This is an optimization exercise on Yosys and OpenROAD, whose aim is small area, a short achievable clock period and few clock cycles per item, not a production implementation.
Function was not checked in any run shown here: the RTL went through the layout flow alone.

==> flow/design.v (outline; a module is shown in full before it is edited, if it fits) <==
// module qg_screen_lane: 881 lines
module qg_screen_lane (
    input  wire         clk,
    input  wire         rst,
    input  wire         in_valid,
    output wire         in_ready,
    input  wire [1:0]   in_fmt,         
    input  wire         in_grey3,       
    input  wire         in_two_rowsets,
    input  wire [7:0]   in_p0,          
    input  wire [7:0]   in_ph,          
    input  wire [7:0]   in_pv,          
    input  wire [7:0]   in_phv,         
    input  wire [15:0]  in_gain,        
    input  wire [111:0] in_theta,       
    input  wire [15:0]  in_mask,        
    input  wire [8:0]   in_share,       
    input  wire         in_zone,        
    input  wire [10:0]  in_k,           
    input  wire [10:0]  in_s,           
    input  wire [11:0]  in_dots2_map,   
    output reg          out_valid,
    output reg  [2:0]   out_logical,
    output reg  [2:0]   out_level,
    output reg          out_rowset,
    output reg          out_pick_b,
    output reg          out_clip
);
  // ...
==> flow/flow/run.sh <==
#!/bin/bash
# The standard layout (standard.sh), with these changes:
#  - synthesis (flow/synth.tcl): the standard script, but Yosys's generic
#    ABC pass inside synth is skipped (-noabc), so that the full adders
#    written in the RTL are extracted without inverters around them, and the
#    final ABC mapping uses flow/abc.script;
#  - ports get buf_1 buffers;
#  - repair_timing aims at a slack of SETUP_SLACK_MARGIN below the 48 ns
#    clock, i.e. at the period the design can reach.
# make's output goes to standard.log; ORFS keeps each step's log in orfs/logs.
set -euo pipefail
W=$PWD
bash standard.sh finish SYNTH_SCRIPT=$W/flow/synth.tcl SYNTH_ARGS=-noabc \
  "BUFFER_PORTS_ARGS=-buffer_cell sky130_fd_sc_hd__buf_1" \
  SETUP_SLACK_MARGIN=37.3 > $W/standard.log 2>&1
==> flow/flow/abc.script <==
strash
dc2
dch -f
map -D 4000
buffer
upsize -D 4000
dnsize -D 4000
stime -p
==> flow/flow/synth.tcl <==
# synth_recipe.tcl with ABC's script swapped for flow/abc.script.
proc synth {args} { yosys synth -nofsm -noshare {*}$args }
set ::my_flow_dir [file dirname [file normalize [info script]]]
proc abc {args} {
  set i [lsearch -exact $args -script]
  if {$i >= 0} { set args [lreplace $args $i [expr {$i + 1}] -script $::my_flow_dir/abc.script] }
  set i [lsearch -exact $args -D]
  if {$i >= 0} { set args [lreplace $args $i [expr {$i + 1}]] }
  yosys abc {*}$args
}
source $::env(SCRIPTS_DIR)/synth.tcl
# left out here: clear keep_hierarchy, flatten, clean up, hide names made inside functions, write 1_2_yosys.v
==> flow/standard.sh <==
#!/bin/bash
# synth_recipe.tcl (not shown) runs the flow's synth.tcl, then flattens the netlist and writes it again
# the make line also repeats each setting of config.mk as NAME=value (left out here)
make -C /OpenROAD-flow-scripts/flow DESIGN_CONFIG=/design/flow/config.mk WORK_HOME=/design/flow/orfs CLKGATE_MAP_FILE= SYNTH_SCRIPT=/design/flow/synth_recipe.tcl "${@:-finish}"
==> flow/config.mk <==
export PLATFORM = sky130hd
export DESIGN_NAME = qg_screen_lane
export DESIGN_NICKNAME = qg_screen_lane
export VERILOG_FILES = /design/flow/design.v
export SDC_FILE = /design/flow/constraint.sdc
export NUM_CORES = 4
export LEC_CHECK = 0
export CAP_MARGIN = 20
export CORE_MARGIN = 2
export CORE_UTILIZATION = 50
export CTS_BUF_LIST = sky130_fd_sc_hd__clkbuf_16
export CTS_CLUSTER_DIAMETER = 120
export CTS_CLUSTER_SIZE = 30
export PLACE_DENSITY = 0.7
export SLEW_MARGIN = 20
==> flow/constraint.sdc <==
create_clock -name core_clock -period 48.0 [get_ports {clk}]
set_input_delay 9.6000 -clock core_clock [delete_from_list [all_inputs] [get_ports {clk}]]
set_output_delay 9.6000 -clock core_clock [all_outputs]
set_load 0.01 [all_outputs]
==> results list, run 1 <==
- Run status: complete, no violations
- Cell Chain, Critical Path: buf_1
* Portion of netlist area occupied by mux cells: 0%
* Utilization after layout: 58.61%
- Maximum clock rate: 94.01 MHz
- Buffering overhead: 7.137%
* Endpoints failing hold: 0
- Average instance area after synthesis: 8.983 um2
* Smallest setup slack after layout: 37.36 ns
- Number of buffers inserted by port buffering: 235
- Seq Cell Count: 215
- The synthesized netlist devotes 4.849% of its cell area to XOR and XNOR gates.
- Final sum of negative setup slack: 0 ns
* Core Rows: 69
- Yosys reg bits: 215
- Cells on worst reg2reg path: 52
- Share of the clock period used by the worst path: 22.16%
- All-Layer GR Usage: 28.22%
* Standard cell area after detailed placement: 0.01951 mm2
* Least-Margin Pin Slew: 0.9259 ns
- Entering global routing, the biggest net connects 34 pins.
* Yosys top cell area share: 27.76%
- The routed design uses 4470 um of met3 wire.
- By area the synthesized netlist is led by sky130_fd_sc_hd__fa_1, sky130_fd_sc_hd__dfxtp_1, sky130_fd_sc_hd__inv_1.
- The floorplan step defined a die boundary enclosing 0.03803 mm2.
- Clock Skews: 0.04705 ns
* CTS tree: built
- CTS built an H-tree with a depth of 1.
* Most frequent cells in the layout: sky130_fd_sc_hd__inv_1, sky130_fd_sc_hd__fa_1, sky130_fd_sc_hd__buf_1
==> run 2: changes to the inputs <==
--- a/flow/flow/run.sh
+++ b/flow/flow/run.sh
@@ -14,2 +14,2 @@
   "BUFFER_PORTS_ARGS=-buffer_cell sky130_fd_sc_hd__buf_1" \
-  SETUP_SLACK_MARGIN=37.3 > $W/standard.log 2>&1
+  SETUP_SLACK_MARGIN=37.3 SKIP_INCREMENTAL_REPAIR=1 > $W/standard.log 2>&1
==> run 2 against run 1 <==
Effect of this change: worst setup slack lost 0.26 ns; count of clock-buffer cells in the layout is the same; critical endpoint is now out_level[2]; via count shrank 1.6%; die area is the same; clock skew is essentially flat; sequential share of layout area grew 0.79 points; largest cell class unchanged; cell count shrank 1.6%; still clean on timing, DRC and antenna; area after synthesis is the same; critical path type is now register to register.
==> results list, run 2 <==
- In the routed design, unresolved DRC markers number 0.
* Clock buffers created by TritonCTS: 12
- The critical path starts at s1_us[9].
- After the last flow step, the layout net total stands at 2816.
* Maximum number of pins on one net before global-route repair: 34 (unchanged)
- The actual transition at the worst max-transition pin was 1.206 ns (+0.2797 ns).
* Drt via density: 5.818
- The post-layout worst setup margin came to 37.10 ns (-0.2631 ns).
- The critical path is of the register to register type.
- Cells on worst reg2reg path: 51 (-1.9%)
- Setup violations remaining at the end of the flow were counted as 0.
* Maximum level of the CTS H-tree: 1 (unchanged)
- The highest attainable clock frequency was 91.75 MHz (-2.4%).
- Final Max Slew Viols: 0
- Die X-Extent: 195.0 um
* Async set or reset register ratio after synthesis: 0%
- The post-route netlist has 5.529% of its cells at a drive strength greater than 1.
- The number of antenna diodes in the final layout is 0.
- The library cells used most frequently in the layout, excluding fill and tap cells, are sky130_fd_sc_hd__inv_1, sky130_fd_sc_hd__fa_1, sky130_fd_sc_hd__buf_1.
- Cell Area, Synth: 0.01824 mm2
* Number of enable flip-flop cells after synthesis: 0
- Sequential element share of the synthesized area: 23.59%
- For the worst-skew pair, the clock arrives at the later sink with an insertion delay of 0.52 ns.
- Number of hold buffers added after cts: 0
* Endpoints failing hold: 0 (unchanged)
- For the worst setup path, the data arrival time is 11.31 ns.
- The worst register-to-register path begins at s1_us[9].
* Run status: complete, no violations
- After layout, the minimum clock period comes to 10.90 ns.
* Most common cell after layout, fill and taps aside: sky130_fd_sc_hd__inv_1
* Global placer's final weighted congestion: 0.9892
- After legalization and detailed placement, the total HPWL measured 42880 um.
* Detailed Route Iter0 Violations: 1284
* Number of standard cells after synthesis: 2031
- At the worst endpoint, the required time is 48.41 ns.
- After detailed routing, the total wire length is 53520 um.
* Instance count along the most critical hold path: 0
* CTS clock-pin slew for the worst setup and hold paths: 0.11 ns
- Cell type group with the largest total delay on the critical path: adder cells
* Final sum of negative setup slack: 0 ns (unchanged)
* Pre-CTS setup slack: 35.45 ns
- Setup slack on the worst reg-to-reg path comes out at 37.10 ns.
- Capture endpoint of the worst hold path: out_rowset
* First-pass detailed-route iteration total: 7
- When the netlist entered floorplanning its net count stood at 2588.
- Clock Skews: 0.04692 ns (-0.0001286 ns)
* Number of top-level design ports: 238
- The worst hold path belongs to the class register to register.
* Largest driver fanout on the critical path: 9
- Standard cell area after detailed placement: 0.01951 mm2 (unchanged)
- The count of state elements after synthesis came to 215 (unchanged).
- Of all cell types, the one taking the most synthesized area is sky130_fd_sc_hd__fa_1.
* Utilization after layout: 56.42% (-2.2 points)
* Area delta synth->final: 10.53%
* Flip-flop cell with the highest count after synthesis: sky130_fd_sc_hd__dfxtp_1
- Once the floorplan was initialized, standard cells occupied 51.04% of the core.
* Avg WL per Cell: 19.66 um
- STA classifies the critical path startpoint as a register.
* Number of buffers inserted by port buffering: 235 (unchanged)
- Gates resized during post-CTS repair numbered 30.
* Count of synthesis-stage warnings from yosys: 1
- The critical path contains buffers and inverters numbering 8 combined.
- Share of the clock period used by the worst path: 22.71% (+0.55 points)
* CORE AREA: 0.03574 mm2
* Max-Cap Viols: 0
- The first global-routing pass estimated 84170 um of wire.
- In this run the post-CTS setup repair buffer count came out at 22.
- Slowest stage delay, CP: 0.58 ns
- Slowest CP cell: sky130_fd_sc_hd__fa_1
- DRT antenna net count: 0
- The clock passes through at most 3 buffers.
- The total overflow left after global routing is 0.
- The die area was 0.03803 mm2 (unchanged).
* Antenna violations before repair: 0
- The share of the synthesized area in the top cell type was 27.76% (unchanged).
- The register with the most flip-flops in the layout has 112 of them.
- Core Rows: 69 (unchanged)
* Critical R2R Capture: out_level[2]
* Cell chosen for the clock root: sky130_fd_sc_hd__clkbuf_16
* Headroom to the max-slew limit: 19.33%
- The register with the most flip-flops in the final layout is s1_theta.
- STA classifies the critical path endpoint as a register.
- Start point of the worst hold path: s1_rowset
- The synthesized area divided by synthesized cell count came to 8.983 um2 (unchanged).
* Vertical die dimension: 195.0 um
* Via count of the first global-routing pass: 16090
- Unique masters post-synth: 71
* Synth top cells by count: sky130_fd_sc_hd__inv_1, sky130_fd_sc_hd__fa_1, sky130_fd_sc_hd__dfxtp_1
- The layout has 3230 filler cells.
* Regs by FF count: s1_theta: 112 flops, s1_us: 40 flops, s1_gain: 16 flops
- The clock net in this run drives a total of 215 sinks.
- After routing the design area is 0.02016 mm2.
- All-Layer GR Usage: 28.22% (unchanged)
- The routed layout has 15840 vias.
* Most frequent cell after synthesis: sky130_fd_sc_hd__inv_1
- Worst-case hold slack: 0.3491 ns
- In this run the number of cells on the critical path is 51.
- By area the synthesized netlist is led by sky130_fd_sc_hd__fa_1, sky130_fd_sc_hd__dfxtp_1, sky130_fd_sc_hd__inv_1.
- CTS tree: built
[run 2: cell counts after synthesis]
No cell type changed its count.
[run 2: routing by layer]
layer  track usage (%)  up-vias  routed length [um]
met3             5.130      128                4213
met4             11.03        0                2201
met1             35.38     7656               21110
li1                  -     7301                   -
met5                 0        -                   0
met2             48.49      752               25990
[run 2: per-stage QoR]
step / cells
after detailed placement: 2681
final: 2722
after CTS: 2722
after global routing: 2722
after floorplan: 2031
after global placement: 2681
[run 2: area by class of cell]
| type | count | area (um2) | area share (%) |
|---|---|---|---|
| repair buffers | 268 | 1155 | 5.727 |
| repair inverters | 2 | 15.01 | 0.07446 |
| clock inverters | 4 | 48.80 | 0.2420 |
| multi-input cells | 1458 | 12610 | 62.52 |
| clock buffers | 12 | 300.3 | 1.489 |
| inverters | 302 | 1157 | 5.740 |
| flip-flops and latches | 215 | 4304 | 21.35 |
| well taps | 461 | 576.8 | 2.861 |
[run 2: kinds of logic (layout without fill, tap and decap cells)]
kind of cell	after synthesis	after routing	share of synthesized area [%]
buf+inv	358	588	7.709
xor+xnor	101	101	4.849
simple gates	490	490	11.47
other cells	1	1	0.02055
compound gates	536	536	19.32
flops	215	215	23.59
fa+ha+maj	330	330	33.04
[run 2: how the worst max path moves through the flow]
stage | slack, ns | end
after floorplan | 37.29 | s1_us[0]
after global placement | 35.66 | out_level[2]
after detailed placement | 35.45 | out_level[2]
after CTS | 37.24 | out_level[2]
after global routing | 36.48 | out_level[1]
final | 37.10 | out_level[2]

## afterwards: timing with drivers on the ports
The results above use ideal ports. As a check the final layouts listed here were re-extracted and re-timed, cells and wires unchanged.
Step 1 (the two cells are an assumption about what drives the block):
set clk [get_ports {clk}]
set_driving_cell -lib_cell sky130_fd_sc_hd__clkbuf_16 $clk
set_driving_cell -lib_cell sky130_fd_sc_hd__buf_2 [delete_from_list [all_inputs] $clk]
Step 2 also shifts input and output timing later by t, the mid clock arrival at the registers, as if the neighbouring blocks saw the same clock.
Slacks: no drivers / after step 1 / after step 2; pairs: no drivers / after step 1.
run	t (ns)	setup WS [ns]	hold WS [ns]	worst slew at a driven data input, ns	cell pins on the clock port's net
run 1	0.553	37.363 / 37.311 / 36.890	0.349 / 0.349 / 0.349	0.06	1
run 2	0.553	37.100 / 37.100 / 36.816	0.349 / 0.349 / 0.349	0.06	1
After both steps setup and hold are still met in every run listed. The setup slack of run 1, which loses most, moves by -0.052 ns with the drivers and by -0.473 ns with both steps.
